Context: an optimization exercise on an open-source flow, tuned for small area, a short achievable clock period and few clock cycles. The choices shown serve that exercise and are no tape-out recipe. Function was checked by simulation only, so behaviour that the tests miss may differ from the original.

==> ember <==
Design chk_engine, start of the top module:
module chk_engine (
    input  wire         clk,
    input  wire         rst,             
    input  wire         job_valid,
    output wire         job_ready,
    input  wire         job_start,
    input  wire         job_fold,
    input  wire         job_finish,
    input  wire         job_compare,
    input  wire [1:0]   job_alg,
    input  wire [63:0]  job_fold_a,
    input  wire [31:0]  job_fold_s,
    input  wire [63:0]  job_expect,
    input  wire         in_valid,
    output wire         in_ready,
    input  wire [127:0] in_data,
    input  wire [4:0]   in_nbytes,
    input  wire         in_last,
    output wire         res_valid,
    input  wire         res_ready,
    output wire [63:0]  res_value,
    output wire         res_mismatch,
    output wire         res_finish,
    input  wire         ctx_wr,
    input  wire [1:0]   ctx_wr_alg,
    input  wire [63:0]  ctx_wr_run,
    input  wire         ctx_clr_ignored,
    output wire [1:0]   ctx_alg,
    output wire [63:0]  ctx_run,
    output wire         ctx_busy,
    output wire         ctx_write_ignored
);
Settings: LEC_CHECK=0, CAP_MARGIN=35, CORE_MARGIN=2, CORE_UTILIZATION=30, SLEW_MARGIN=35; clock period 36.0 ns.
standard.sh (not shown) runs the stock make flow with config.mk's settings and CLKGATE_MAP_FILE= SYNTH_SCRIPT=/design/flow/synth_recipe.tcl, a recipe that flattens the netlist after the stock synthesis.
==> flow/flow/run.sh <==
#!/bin/bash
# The standard layout (standard.sh), with ORFS's timing repair after clock-tree
# synthesis and global routing asked to leave 28 ns of setup slack at the design's
# 36 ns clock, that is to aim at an 8 ns clock, instead of none. The constraints,
# the clock and every other step are the standard flow's. make's own output goes to
# flow_make.log; each ORFS step writes its own log under orfs/logs/.
set -o pipefail
bash standard.sh finish SETUP_SLACK_MARGIN=28 > flow_make.log 2>&1
==> inputs of sierra, as changes to ember <==
--- a/flow/design.v
+++ b/flow/design.v
@@ -1583,30 +1583,15 @@
     wire jr_n    = job_valid & ~jr & jr_ok;
     wire jr_o_n  = job_valid & ~jr_o & jr_ok;
     wire ir_n    = act_n | jr_n;
     wire busy_n  = act_n | lastp_n | pend_n | rv_n;
     wire [63:0] r_src  = pend ? crc : crc_next;
     wire [63:0] r_xo   = j_finish ? alg_xorout(alg) : 64'd0;
     wire [63:0] r_outv = r_src ^ r_xo;
-    wire [63:0] r_exp  = j_expect ^ r_xo;
-    wire        r_m0   = |(c0 ^ xr ^ r_exp[31:0]);
-    wire        r_m1   = |(c1 ^ xr ^ r_exp[31:0]);
-    wire        r_m2   = |(c2 ^ xl[15:0] ^ r_exp[15:0]);
-    wire        r_m3   = |(c3 ^ xl ^ r_exp);
-    reg         r_mnext;
-    always @* begin
-        case (alg)
-            2'd0:    r_mnext = r_m0;
-            2'd1:    r_mnext = r_m1;
-            2'd2:    r_mnext = r_m2;
-            default: r_mnext = r_m3;
-        endcase
-    end
-    wire        r_mcrc = |((crc ^ r_exp) & alg_mask(alg));
-    wire        r_misv = j_compare & (pend ? r_mcrc : r_mnext);
+    wire        r_misv = j_compare & (|((r_src ^ (j_expect ^ r_xo)) & alg_mask(alg)));
     wire [63:0] start_val = alg_init(pj_alg) ^ (pj_fold ? (fold_val & alg_mask(pj_alg)) : 64'd0);
     wire        ssel  = jr & pj_start;             
     wire        wsel  = ctx_wr & ~busy & ~ssel;    
     wire [63:0] wrval = ctx_wr_run & alg_mask(ctx_wr_alg);
     always @(posedge clk) begin
         d_data <= in_data;
         d_n    <= in_nbytes;
Settings changed: CAP_MARGIN 35 to 20, SLEW_MARGIN 35 to 20.
==> impl_metrics.ini <==
[critical_path]
reg2reg_depth = 23
path_buf_inv = 4

[cells_and_area]
layout_common_cells = xnor2_1, xor2_1, buf_4, nand2_1, inv_1
multi_input_area_share_pct = 66.9
fillers = 27434
drive_above_1_share_pct = 22.3

[global_routing]
grt_usage_pct = 53.9

[drt]
wire_per_inst_um = 56.2
drt_iter0_drc = 17135
via_per_inst = 6.59

[outcome]
status = complete, no violations

[sta]
worstMarginPinSlew_ns = 1.44
slew_headroom_pct = 3.55
fmax_mhz = 105

[synthesis]
muxShareOfSynthArea_pct = 6.15

[die]
die-width_um = 525
die_area_sq_mm = 0.276
That was sierra.
==> impl_metrics.ini <==
[outcome]
status = complete, no violations

[critical_path]
reg2reg_depth = 21
path_buf_inv = 1

[synthesis]
muxShareOfSynthArea_pct = 6.10

[cells_and_area]
fillers = 28713
layout_common_cells = xnor2_1, buf_4, xor2_1, xnor3_1, nand2_1
drive_above_1_share_pct = 26.8

[drt]
wire_per_inst_um = 62.8
drt_iter0_drc = 17383

[global_routing]
grt_usage_pct = 56.0

[sta]
fmax_mhz = 113
worstMarginPinSlew_ns = 1.19

[die]
die-width_um = 546
That was ember.
Testbench counts of ember, summed over its fixed seeds: cycles 65,516.
Testbench counts of sierra, summed over its fixed seeds: cycles 65,516.

---

==> inputs of run E <==
chk_engine, a different RTL version from the one above (not shown whole).
clock: 36.0 ns
lec_check: 0
cap_margin: 20
core_margin: 2
core_utilization: 40
slew_margin: 20
==> flow/flow/run.sh <==
#!/bin/bash
# The standard layout (standard.sh), with ORFS's timing repair after clock-tree
# synthesis and global routing asked to leave 27.5 ns of setup slack at the design's
# 36 ns clock, that is to aim at an 8.5 ns clock, instead of none. The constraints,
# the clock and every other step are the standard flow's. make's own output goes to
# flow_make.log; each ORFS step writes its own log under orfs/logs/.
set -o pipefail
bash standard.sh finish SETUP_SLACK_MARGIN=27.5 > flow_make.log 2>&1
==> run M (differences from run E) <==
--- a/flow/design.v
+++ b/flow/design.v
@@ -1266,53 +1266,63 @@
     localparam integer NC = 8;
     localparam [2:0] F_IDLE = 3'd0, F_MUL = 3'd1, F_XA = 3'd2, F_DONE = 3'd3;
     reg  [2:0]   fst;
     reg  [1:0]   fstep;
     reg  [5:0]   fcnt;
     reg  [63:0]  fy, facc;
-    reg  [FD-1:0] fdig;               
+    reg  [11:0] fdig;               
     wire        flast = (fcnt == NC - 1);
     wire [1:0]  fstep_n = (fst == F_IDLE) ? 2'd0 : (fst == F_MUL && flast) ? fstep + 2'd1 : fstep;
     wire [5:0]  fcnt_n  = (fst == F_MUL && !flast) ? fcnt + 6'd1 : 6'd0;
-    reg [FD-1:0] fdig_n;
+    reg [11:0] fdig_n;
     always @* begin
         case ({fstep_n, fcnt_n})
-            {2'd0, 6'd0}: fdig_n = 8'd158;
-            {2'd0, 6'd1}: fdig_n = 8'd55;
-            {2'd0, 6'd2}: fdig_n = 8'd121;
-            {2'd0, 6'd3}: fdig_n = 8'd185;
-            {2'd0, 6'd4}: fdig_n = 8'd127;
-            {2'd0, 6'd5}: fdig_n = 8'd74;
-            {2'd0, 6'd6}: fdig_n = 8'd124;
-            {2'd0, 6'd7}: fdig_n = 8'd21;
-            {2'd1, 6'd0}: fdig_n = 8'd191;
-            {2'd1, 6'd1}: fdig_n = 8'd88;
-            {2'd1, 6'd2}: fdig_n = 8'd71;
-            {2'd1, 6'd3}: fdig_n = 8'd109;
-            {2'd1, 6'd4}: fdig_n = 8'd28;
-            {2'd1, 6'd5}: fdig_n = 8'd228;
-            {2'd1, 6'd6}: fdig_n = 8'd229;
-            {2'd1, 6'd7}: fdig_n = 8'd185;
-            {2'd2, 6'd0}: fdig_n = 8'd148;
-            {2'd2, 6'd1}: fdig_n = 8'd208;
-            {2'd2, 6'd2}: fdig_n = 8'd73;
-            {2'd2, 6'd3}: fdig_n = 8'd187;
-            {2'd2, 6'd4}: fdig_n = 8'd19;
-            {2'd2, 6'd5}: fdig_n = 8'd49;
-            {2'd2, 6'd6}: fdig_n = 8'd17;
-            {2'd2, 6'd7}: fdig_n = 8'd235;
-            default: fdig_n = 8'd0;
+            {2'd0, 6'd0}: fdig_n = 12'd3783;
+            {2'd0, 6'd1}: fdig_n = 12'd861;
+            {2'd0, 6'd2}: fdig_n = 12'd1595;
+            {2'd0, 6'd3}: fdig_n = 12'd2617;
+            {2'd0, 6'd4}: fdig_n = 12'd1541;
+            {2'd0, 6'd5}: fdig_n = 12'd623;
+            {2'd0, 6'd6}: fdig_n = 12'd1576;
+            {2'd0, 6'd7}: fdig_n = 12'd73;
+            {2'd1, 6'd0}: fdig_n = 12'd2565;
+            {2'd1, 6'd1}: fdig_n = 12'd760;
+            {2'd1, 6'd2}: fdig_n = 12'd541;
+            {2'd1, 6'd3}: fdig_n = 12'd1897;
+            {2'd1, 6'd4}: fdig_n = 12'd233;
+            {2'd1, 6'd5}: fdig_n = 12'd457;
+            {2'd1, 6'd6}: fdig_n = 12'd459;
+            {2'd1, 6'd7}: fdig_n = 12'd2617;
+            {2'd2, 6'd0}: fdig_n = 12'd3657;
+            {2'd2, 6'd1}: fdig_n = 12'd2624;
+            {2'd2, 6'd2}: fdig_n = 12'd635;
+            {2'd2, 6'd3}: fdig_n = 12'd2605;
+            {2'd2, 6'd4}: fdig_n = 12'd77;
+            {2'd2, 6'd5}: fdig_n = 12'd833;
+            {2'd2, 6'd6}: fdig_n = 12'd67;
+            {2'd2, 6'd7}: fdig_n = 12'd365;
+            default: fdig_n = 12'd0;
         endcase
     end
+    reg  [63:0]  fb_y;
+    reg  [63:0]  fb_r [0:3];
     reg  [63:0]  fcs_s, fcs_c, fcs_r;
     integer fi;
     always @* begin
-        fcs_s = facc << FD;
-        fcs_c = fdig[0] ? fy : 64'd0;
-        for (fi = 1; fi < FD; fi = fi + 1) begin
-            fcs_r = fdig[fi] ? (fy << fi) : 64'd0;
+        fb_y = fdig[1] ? {fy[62:0], 1'b0} : fy;
+        fb_r[0] = ((fb_y & {64{fdig[0]}}) ^ {64{fdig[2]}}) << 0;
+        fb_y = fdig[4] ? {fy[62:0], 1'b0} : fy;
+        fb_r[1] = ((fb_y & {64{fdig[3]}}) ^ {64{fdig[5]}}) << 2;
+        fb_y = fdig[7] ? {fy[62:0], 1'b0} : fy;
+        fb_r[2] = ((fb_y & {64{fdig[6]}}) ^ {64{fdig[8]}}) << 4;
+        fb_y = fdig[10] ? {fy[62:0], 1'b0} : fy;
+        fb_r[3] = ((fb_y & {64{fdig[9]}}) ^ {64{fdig[11]}}) << 6;
+        fcs_s = (facc << FD) | ({63'd0, fdig[2]} << 0) | ({63'd0, fdig[5]} << 2) | ({63'd0, fdig[8]} << 4) | ({63'd0, fdig[11]} << 6);
+        fcs_c = fb_r[0];
+        for (fi = 1; fi < 4; fi = fi + 1) begin
+            fcs_r = fb_r[fi];
             {fcs_s, fcs_c} = {fcs_s ^ fcs_c ^ fcs_r,
                                ((fcs_s & fcs_c) | (fcs_s & fcs_r) | (fcs_c & fcs_r)) << 1};
         end
     end
     wire [63:0] fsum_g0 = fcs_s & fcs_c;
     wire [63:0] fsum_p0 = fcs_s ^ fcs_c;
==> flow/flow/run.sh (replaced) <==
#!/bin/bash
# The standard layout (standard.sh), with ORFS's timing repair after clock-tree
# synthesis and global routing asked to leave 28 ns of setup slack at the design's
# 36 ns clock, that is to aim at an 8 ns clock, instead of none. The constraints,
# the clock and every other step are the standard flow's. make's own output goes to
# flow_make.log; each ORFS step writes its own log under orfs/logs/.
set -o pipefail
bash standard.sh finish SETUP_SLACK_MARGIN=28 > flow_make.log 2>&1
Settings changed: CAP_MARGIN 20 to 50, CORE_UTILIZATION 40 to 30, SLEW_MARGIN 20 to 50.
==> comparison table <==
|  | run M | run E |
|---|---|---|
| Outcome | complete, no violations | stopped before the end |
| Last stage reached | - | 5_1_grt |
| Count of distinct cell types in the synthesized netlist | 112 | 131 |
| Mux cell area share after synthesis | 0.06154 | 0.03021 |
| Dpl ws | 25.80 ns | 25.10 ns |
| Mean post-synth cell area | 9.030 um^2 | 9.217 um^2 |
| Die X | 525.2 um | 455.2 um |
| Post-synth design cell area | 81510 um^2 | 81410 um^2 |
| Compound-cell area share of the yosys netlist | 0.1143 | 0.1099 |
| Area share of xor/xnor cells in the synthesized design | 0.4599 | 0.4293 |
| Vertical die dimension | 525.2 um | 455.2 um |
| Starting density of the core | 0.3013 | 0.4024 |
| Net count of the mapped netlist | 9678 | 9709 |
| Cell count after synthesis | 9026 | 8833 |
| Simple-gate portion of the synthesized area | 0.09620 | 0.1102 |
| Post-synthesis sequential area ratio | 0.1574 | 0.1561 |
Testbench counts of run E, summed over its fixed seeds: cycles 65,516.
Testbench counts of run M, summed over its fixed seeds: cycles 65,516.

==> static timing again, ports no longer ideal <==
The results above use ideal ports. As a check the final layouts listed here were re-extracted and re-timed, cells and wires unchanged.
Step 1: set_driving_cell puts a clkbuf_16 on clk and a buf_2 on each other input, an assumption about the parent block.
Step 2 also shifts input and output timing later by t, the mid clock arrival at the registers, as if the neighbouring blocks saw the same clock.
Slacks: no drivers / after step 1 / after step 2; pairs: no drivers / after step 1.
| run | t, ns | setup WS [ns] | worst setup path at the end | worst register clock-pin slew, ns |
|---|---|---|---|---|
| ember | 0.905 | 27.162 / 27.052 / 27.083 | input to register | 0.09 / 0.09 |
| sierra | 0.902 | 26.512 / 26.512 / 26.512 | register to register | 0.07 / 0.07 |
| run M | 0.913 | 27.198 / 27.081 / 27.146 | input to register | 0.07 / 0.07 |
After both steps setup and hold are still met in every run listed. For ember, which loses most, drivers alone change the setup slack by -0.110 ns; drivers and shift together by -0.079 ns.
